This design comes from an exercise in tuning for small area, a short achievable clock period and few clock cycles per item on the open sky130 flow, not from production work.
Function was checked by simulation only, so behaviour that the tests miss may differ from the original.
Power and IR drop assume default switching activity.

== red ==
// lg_encoder
module lg_encoder (
    input  wire        clk,
    input  wire        rst,
    input  wire        in_valid,
    output wire        in_ready,
    input  wire [63:0] in_word,
    output wire        out_valid,
    input  wire        out_ready,
    output wire [63:0] out_word,
    output wire [2:0]  out_code,
    output wire        out_last
);
Settings: LEC_CHECK=0, CAP_MARGIN=30, CORE_MARGIN=2, CORE_UTILIZATION=58, CTS_CLUSTER_DIAMETER=70, CTS_CLUSTER_SIZE=26, SLEW_MARGIN=30; clock period 10.0 ns.
standard.sh (not shown) runs the stock make flow with config.mk's settings and CLKGATE_MAP_FILE= SYNTH_SCRIPT=/design/flow/synth_recipe.tcl, a recipe that flattens the netlist after the stock synthesis.
==> flow/flow/run.sh <==
#!/bin/bash
# The standard layout, with timing repair aiming for 6.8 ns of setup slack
# (a 3.2 ns clock) instead of ORFS's default. Make's output goes to flow.log;
# each ORFS step keeps its own log under orfs/logs/.
set -euo pipefail
bash standard.sh SETUP_SLACK_MARGIN=6.8 finish > flow.log 2>&1
red: done, clean on timing, DRC and antenna
Testbench counts of red, summed over its fixed seeds: cycles 77,008, groups 2,400.
The inputs of blue differ from those of red as listed below.
-- flow/design.v --
<<< red, line 17
    reg  [63:0] prev;          
    reg  [4:0]  wt;            
    reg         first;         
    reg         tg_v;          
    reg  [1:0]  tg;            
>>> blue, line 17
    reg  [63:0] prev;          
    reg  [4:0]  wt;            
    reg         tg_v;          
    reg  [1:0]  tg;            
<<< red, line 40
    reg  [31:0] rsel;          
    reg  [5:0]  cnt;           
    reg         rdo_r;         
    reg         wok;           
    reg         q_v;
>>> blue, line 39
    reg  [31:0] rsel;          
    reg  [5:0]  cnt;           
    reg         wok;           
    reg         q_v;
<<< red, line 67
    reg         in_ready_r;
    assign in_ready = in_ready_r;
    wire [63:0] a = in_r;
    wire [63:0] b = prev;
>>> blue, line 65
    reg         in_ready_r;
    assign in_ready = in_ready_r;
    wire        first = (wt == 5'd0);
    wire [63:0] a = in_r;
    wire [63:0] b = prev;
<<< red, line 155
            in_v   <= 1'b0;
            wt     <= 5'd0;
            first  <= 1'b1;
            tg_v   <= 1'b0;
            wp_n   <= 5'd0;
>>> blue, line 154
            in_v   <= 1'b0;
            wt     <= 5'd0;
            tg_v   <= 1'b0;
            wp_n   <= 5'd0;
<<< red, line 170
                tg_v <= in_v;
                if (in_v) wt <= wt + 5'd1;
                if (in_v) first <= (wt == 5'd31);
                end
            flush <= flush_n;
>>> blue, line 168
                tg_v <= in_v;
                if (in_v) wt <= wt + 5'd1;
                end
            flush <= flush_n;
<<< red, line 276
    wire        plan_last = plan_n[4];
    wire        plan_k0   = plan_n[5];
    wire [5:0]  cnt_n   = cnt + {5'd0, emit} - {5'd0, rdo_r};
    wire        flush_n = adv ? (take && tg_last) : flush;
    wire [3:0]  an_n    = !adv ? an : flush ? plen : full8 ? ctot[3:0] - 4'd8 : ctot[3:0];
    wire        full_n  = rdo ? (cnt_n == 6'd33) : (cnt_n == 6'd32);
    wire        dlt_pend_n = (loadq && q_hd && !pl_sel[P_DLT]) || (dlt_pend && !(load && pl_sel[P_DLT]));
    wire        tg_v_n  = adv ? in_v : tg_v;
>>> blue, line 273
    wire        plan_last = plan_n[4];
    wire        plan_k0   = plan_n[5];
    wire [5:0]  cnt_p1  = cnt + 6'd1;
    wire [5:0]  cnt_m1  = cnt - 6'd1;
    wire [5:0]  cnt_n   = (emit && !rdo) ? cnt_p1 : (rdo && !emit) ? cnt_m1 : cnt;
    wire        flush_n = adv ? (take && tg_last) : flush;
    wire [3:0]  an_n    = !adv ? an : flush ? plen : full8 ? ctot[3:0] - 4'd8 : ctot[3:0];
    wire        full_n  = ((cnt == 6'd32) && !(rdo && !emit)) || ((cnt == 6'd31) && emit && !rdo);
    wire        dlt_pend_n = (loadq && q_hd && !pl_sel[P_DLT]) || (dlt_pend && !(load && pl_sel[P_DLT]));
    wire        tg_v_n  = adv ? in_v : tg_v;
<<< red, line 324
            rsel  <= 32'd1;
            cnt   <= 6'd0;
            rdo_r <= 1'b0;
            wok   <= 1'b1;
        end else begin
>>> blue, line 323
            rsel  <= 32'd1;
            cnt   <= 6'd0;
            wok   <= 1'b1;
        end else begin
<<< red, line 337
            if (rdo) rsel <= {rsel[30:0], rsel[31]};
            cnt <= cnt_n;
            rdo_r <= rdo;
            wok <= !full_n;
        end
>>> blue, line 335
            if (rdo) rsel <= {rsel[30:0], rsel[31]};
            cnt <= cnt_n;
            wok <= !full_n;
        end
Against red, blue reports a first-pass GRT wire length that is higher. Gate count of the mapped netlist delta (red -> blue): insignificant. blue vs. red: ratio of routed vias to standard cells went up by 0.090. Any difference in xor/xnor cell area share of the yosys netlist between blue and red is small enough to ignore. Run comparison: blue capture point of the worst path out_last; red capture point of the worst path adv$_SDFF_PP1_. Combined global-route utilization of all metal layers delta for blue relative to red: 1.9 points higher. Relative to red, post-route clock skew has decreased by 13 ps in blue. blue against red: worst hold slack +15 ps; initial cell density of the core ~0 delta. The number of nets produced by synthesis on blue is in line with that on red. Max-slew violation total from the final report came out exactly the same in blue and red. Lower clock group share of total power goes to red over blue. Row sequential share of layout area: blue lower / red higher. Final cell count without fillers grows slightly when moving from red to blue.
Testbench counts of blue, summed over its fixed seeds: cycles 77,008, groups 2,400.

[separate check: timing with driven ports]
Ports are ideal in the flow. The routed layouts listed here were re-timed in OpenROAD.
Step 1 sets driving cells, clkbuf_16 on the clock port and buf_2 on the other inputs (assumed; they add their load-dependent delay and slew).
Step 2 also shifts input and output timing later by t, the mid clock arrival at the registers, as if the neighbouring blocks saw the same clock.
Three values: ideal, step 1, step 2; two values: the first two.
run	t, ns	slack for setup (ns)	worst setup path after step 2	clock arrival spread, ns
red	0.926	6.194 / 6.194 / 5.656	input to register	0.060 / 0.061
blue	0.930	6.523 / 6.429 / 5.692	input to register	0.043 / 0.043
After both steps every run listed still meets setup and hold. For blue, which loses most, drivers alone change the setup slack by -0.094 ns; drivers and shift together by -0.831 ns.
